This is an optimization exercise on Yosys and OpenROAD, whose aim is small area and a short achievable clock period, not a production implementation. Only simulation tests tie the RTL to the original design; equivalence was not proved. Power and IR drop assume default switching activity.

## ca_channel
module ca_channel (
    input  wire        clk,
    input  wire        rst,         
    input  wire        start,       
    input  wire        upd,         
    input  wire [5:0]  prn,         
    input  wire [5:0]  noise_prn,   
    input  wire [1:0]  dsel,        
    input  wire [7:0]  moff,        
    input  wire [31:0] fc,          
    input  wire [31:0] fk,          
    input  wire        s_valid,
    input  wire [7:0]  s_i,
    input  wire [7:0]  s_q,
    output reg         dump_valid,
    output wire [31:0] ve_i, ve_q,
    output wire [31:0] e_i,  e_q,
    output wire [31:0] p_i,  p_q,
    output wire [31:0] l_i,  l_q,
    output wire [31:0] vl_i, vl_q,
    output wire [31:0] n_i,  n_q,
    output wire [31:0] m_i,  m_q,
    output wire [63:0] carr_phase,
    output wire [31:0] code_frac
);
For scale: about 5900 cells after synthesis, roughly 1400 flip-flops, about 650 I/O pins.
==> flow/config.mk <==
export PLATFORM = sky130hd
export DESIGN_NAME = ca_channel
export DESIGN_NICKNAME = ca_channel
export VERILOG_FILES = /design/flow/design.v
export SDC_FILE = /design/flow/constraint.sdc
export NUM_CORES = 4
export LEC_CHECK = 0
export CAP_MARGIN = 20
export CORE_MARGIN = 2
export CORE_UTILIZATION = 80
export CTS_CLUSTER_DIAMETER = 64
export CTS_CLUSTER_SIZE = 28
export PLACE_DENSITY = 0.85
export SLEW_MARGIN = 20
==> flow/constraint.sdc <==
create_clock -name core_clock -period 10.0 [get_ports {clk}]
set_input_delay 2.0000 -clock core_clock [delete_from_list [all_inputs] [get_ports {clk}]]
set_output_delay 2.0000 -clock core_clock [all_outputs]
set_load 0.01 [all_outputs]
standard.sh (not shown) runs the stock make flow with config.mk's settings and CLKGATE_MAP_FILE= SYNTH_SCRIPT=/design/flow/synth_recipe.tcl, a recipe that flattens the netlist after the stock synthesis.
==> flow/flow/run.sh <==
#!/bin/bash
# The standard ORFS layout (standard.sh, standard synthesis), with:
#  - timing repair aimed at a 6.7 ns setup margin against the design's 10 ns clock
#    (SDC unchanged), so the layout closes well under the clock period;
#  - resizing not held to the same cell footprint;
#  - ports buffered with buf_1 instead of the default delay buffer.
# make's output goes to standard_make.log; ORFS keeps each step's log under orfs/logs.
set -euo pipefail
bash standard.sh SETUP_SLACK_MARGIN=6.7 MATCH_CELL_FOOTPRINT=0 \
  "BUFFER_PORTS_ARGS=-buffer_cell sky130_fd_sc_hd__buf_1" finish > standard_make.log 2>&1
The first run finished clean.
Next try:
Settings changed: CORE_UTILIZATION 80 to 65, CTS_CLUSTER_DIAMETER 64 to default, CTS_CLUSTER_SIZE 28 to default, PLACE_DENSITY 0.85 to default.
What happened:
- combinational power is lower by a few percent
- worst hold slack degrades by 7.5 ps
- register-to-register slack improves by 70 ps
Next try:
Settings changed: CORE_UTILIZATION 65 to 72, CTS_CLUSTER_DIAMETER from default to 60, CTS_CLUSTER_SIZE from default to 24.
Outcome: Total power shrinks by 9.8%; non-clock buffer count shrinks by 11; synthesized cell count is unchanged; clock skew hardly moves; worst hold slack is better by 4.2 ps; die area shrinks by 9.6%.
Next try:
Settings changed: CORE_UTILIZATION 72 to 78, CTS_CLUSTER_DIAMETER 60 to 64, CTS_CLUSTER_SIZE 24 to 28.
Area after synthesis does not change.
Clock power came out lower by 11%.
Via count came out higher by 2.0%.
Utilization came out higher by 5.7 points.
Worst setup slack improved by 36 ps.
Next try:
==> flow/flow/run.sh (replaced) <==
#!/bin/bash
# The standard ORFS layout (standard.sh, standard synthesis), with:
#  - timing repair aimed at a 6.55 ns setup margin against the design's 10 ns clock
#    (SDC unchanged), so the layout closes well under the clock period;
#  - resizing not held to the same cell footprint;
#  - ports buffered with buf_1 instead of the default delay buffer.
# make's output goes to standard_make.log; ORFS keeps each step's log under orfs/logs.
set -euo pipefail
bash standard.sh SETUP_SLACK_MARGIN=6.55 MATCH_CELL_FOOTPRINT=0 \
  "BUFFER_PORTS_ARGS=-buffer_cell sky130_fd_sc_hd__buf_1" finish > standard_make.log 2>&1
Settings changed: CORE_UTILIZATION 78 to 72, CTS_CLUSTER_DIAMETER 64 to 60, CTS_CLUSTER_SIZE 28 to 24.
Final area came out higher slightly.
Worst hold slack is about the same.
Clock skew goes down by 13 ps.
Non-clock buffer count shrinks by 9.
Next try:
==> flow/flow/run.sh (replaced) <==
#!/bin/bash
# The standard ORFS layout (standard.sh, standard synthesis), with:
#  - timing repair aimed at a 6.7 ns setup margin against the design's 10 ns clock
#    (SDC unchanged), so the layout closes well under the clock period;
#  - resizing not held to the same cell footprint;
#  - ports buffered with buf_1 instead of the default delay buffer.
# make's output goes to standard_make.log; ORFS keeps each step's log under orfs/logs.
set -euo pipefail
bash standard.sh SETUP_SLACK_MARGIN=6.7 MATCH_CELL_FOOTPRINT=0 \
  "BUFFER_PORTS_ARGS=-buffer_cell sky130_fd_sc_hd__buf_1" finish > standard_make.log 2>&1
Settings changed: CORE_UTILIZATION 72 to 78, CTS_CLUSTER_DIAMETER 60 to 64, CTS_CLUSTER_SIZE 24 to 28, PLACE_DENSITY from default to 0.75.
Result: Combinational power rose by about 2%; cell count came out lower by 0.91%; total power is lower by 3.8%; utilization grows by 6.0 points; die area is lower by 7.6%; global-route usage is higher by 3.6 points; worst hold slack hardly moves; design area drops by 0.54%; register-to-register slack gains 80 ps; maximum frequency rose by 1.4%; clock skew grows by 13 ps.

## run A
ca_channel, a different RTL version from the one above (not shown whole).
Size: roughly 5700 cells after synthesis, about 650 I/O pins, roughly 65000 sq um of cells after synthesis.
Design ca_channel, start of the top module:
module ca_channel (
    input  wire        clk,
    input  wire        rst,         
    input  wire        start,       
    input  wire        upd,         
    input  wire [5:0]  prn,         
    input  wire [5:0]  noise_prn,   
    input  wire [1:0]  dsel,        
    input  wire [7:0]  moff,        
    input  wire [31:0] fc,          
    input  wire [31:0] fk,          
    input  wire        s_valid,
    input  wire [7:0]  s_i,
    input  wire [7:0]  s_q,
    output reg         dump_valid,
    output wire [31:0] ve_i, ve_q,
    output wire [31:0] e_i,  e_q,
    output wire [31:0] p_i,  p_q,
    output wire [31:0] l_i,  l_q,
    output wire [31:0] vl_i, vl_q,
    output wire [31:0] n_i,  n_q,
    output wire [31:0] m_i,  m_q,
    output wire [63:0] carr_phase,
    output wire [31:0] code_frac
);
    localparam signed [31:0] FC_MIN = -32'sd225443840;    
    localparam signed [31:0] FC_MAX = -32'sd224395264;    
    localparam        [31:0] FK_MIN = 32'd26816795;       
    localparam        [31:0] FK_MAX = 32'd26817867;       
    function [31:0] clamp_fk(input [31:0] w);
        if (w < FK_MIN)      clamp_fk = FK_MIN;
        else if (w > FK_MAX) clamp_fk = FK_MAX;
        else                 clamp_fk = w;
    endfunction
    function [20:0] pack_fc(input [31:0] w);
        pack_fc = {$signed(w[31:20]) > $signed(12'hF29),
                   (w[31:20] == 12'hF29) ? w[19:0] : 20'd0};
    endfunction
  ...
export LEC_CHECK = 0
export CAP_MARGIN = 20
export CORE_MARGIN = 2
export CORE_UTILIZATION = 78
export CTS_CLUSTER_DIAMETER = 64
export CTS_CLUSTER_SIZE = 28
export SLEW_MARGIN = 20
create_clock -name core_clock -period 10.0 [get_ports {clk}]
==> flow/flow/run.sh <==
#!/bin/bash
# The standard ORFS layout (standard.sh, standard synthesis), with:
#  - timing repair aimed at a 7.0 ns setup margin against the design's 10 ns clock
#    (SDC unchanged), so the layout closes well under the clock period;
#  - resizing not held to the same cell footprint;
#  - ports buffered with buf_1 instead of the default delay buffer.
# make's output goes to standard_make.log; ORFS keeps each step's log under orfs/logs.
set -euo pipefail
bash standard.sh SETUP_SLACK_MARGIN=7.0 MATCH_CELL_FOOTPRINT=0 \
  "BUFFER_PORTS_ARGS=-buffer_cell sky130_fd_sc_hd__buf_1" finish > standard_make.log 2>&1
What run B does differently from run A at the input level:
Settings: swapping 64 for 60 in CTS_CLUSTER_DIAMETER; swapping 28 for 26 in CTS_CLUSTER_SIZE; swapping 78 for 75 in CORE_UTILIZATION.
==> flow/flow/run.sh <==
#!/bin/bash
# The standard ORFS layout (standard.sh, standard synthesis), with:
#  - timing repair aimed at a 6.7 ns setup margin against the design's 10 ns clock
#    (SDC unchanged), so the layout closes well under the clock period;
#  - resizing not held to the same cell footprint;
#  - ports buffered with buf_1 instead of the default delay buffer.
# make's output goes to standard_make.log; ORFS keeps each step's log under orfs/logs.
set -euo pipefail
bash standard.sh SETUP_SLACK_MARGIN=6.7 MATCH_CELL_FOOTPRINT=0 \
  "BUFFER_PORTS_ARGS=-buffer_cell sky130_fd_sc_hd__buf_1" finish > standard_make.log 2>&1
Findings:
- Peak ir drop on the vdd network ends up lower on run A.
- In run B relative to run A, largest net degree at the start of global routing had gone up by more than 10%.
- Run B finished end to end and its layout was clean on timing, DRC and antenna.
- Static leakage: run A and run B compared, lower one is run B
- Run A → run B: design area has decreased, net switching power of the design stayed essentially flat, met2 track utilization from global routing decreased by 4.9 points relative to the old numbers, routed via count divided by cell count has decreased, residual overflow from global routing about even.
- On initial antenna violation count, run B tracks run A almost exactly.
- More vias were needed by run A than by run B.
For run C, these inputs were changed with respect to run B:
Settings: CTS_CLUSTER_SIZE: 26 -> 24; CORE_UTILIZATION: 75 -> 70.
Results
Measured against run C, the die area of run B comes out at 0.934 times the reference value.
Per the comparison of run C with run B, worst slew margin relative to its limit saw an increase, synthesized area closely matched the old numbers.
Xor/xnor share of the synthesized area came out exactly the same in run C and run B.
Run C vs run B — count of clock-buffer cells in the layout dropped 1.
Between run B and run C, the flow reports cell count increasing slightly.
The combinational power of run C and that of run B are within noise of each other.
Lower fraction of standard cell area in multi-input logic goes to run C over run B.
Summary of the comparison: part of the total power dissipated in the clock network is lower in run C, relative to run B.
Reported for run C and run B, max-cap check violation count turned out identical to the last digit.
Run C improves on run B in flop-to-flop setup slack.

## afterwards: timing with drivers on the ports
No port has a modelled driver above. Below, the same layouts with a new extraction and two added sets of constraints.
Step 1, drivers: a clkbuf_16 drives clk and a buf_2 each remaining input, both assumed.
Step 2 adds t to the input delays and takes it off the output delays; t is the mean of the earliest and latest rising clock arrival at the registers after step 1. Input paths then give back, and output paths get back, about the clock's delay inside the block.
Three values: ideal ports, drivers, drivers and shift; two values: the first two.
run | t, ns | setup WS [ns] | hold WS [ns] | worst setup path at the end | clock arrival spread, ns
the first run of note 1 | 0.748 | 6.592 / 6.521 / 6.176 | 0.332 / 0.332 / 0.332 | input to register | 0.061 / 0.061
the second run of note 1 | 0.818 | 6.568 / 6.494 / 6.210 | 0.324 / 0.324 / 0.324 | input to register | 0.031 / 0.032
the third run of note 1 | 0.744 | 6.582 / 6.510 / 6.185 | 0.329 / 0.329 / 0.329 | input to register | 0.029 / 0.029
the fourth run of note 1 | 0.744 | 6.618 / 6.544 / 6.126 | 0.331 / 0.331 / 0.331 | input to register | 0.046 / 0.047
the fifth run of note 1 | 0.768 | 6.570 / 6.495 / 6.098 | 0.332 / 0.332 / 0.332 | input to register | 0.033 / 0.033
the sixth run of note 1 | 0.744 | 6.618 / 6.544 / 6.126 | 0.331 / 0.331 / 0.331 | input to register | 0.046 / 0.047
run A | 0.738 | 6.551 / 6.475 / 6.200 | 0.326 / 0.326 / 0.326 | input to register | 0.031 / 0.031
run B | 0.742 | 6.611 / 6.539 / 6.230 | 0.330 / 0.330 / 0.330 | input to register | 0.030 / 0.030
run C | 0.766 | 6.583 / 6.509 / 6.232 | 0.328 / 0.328 / 0.328 | input to register | 0.037 / 0.037
After both steps every run listed still meets setup and hold.
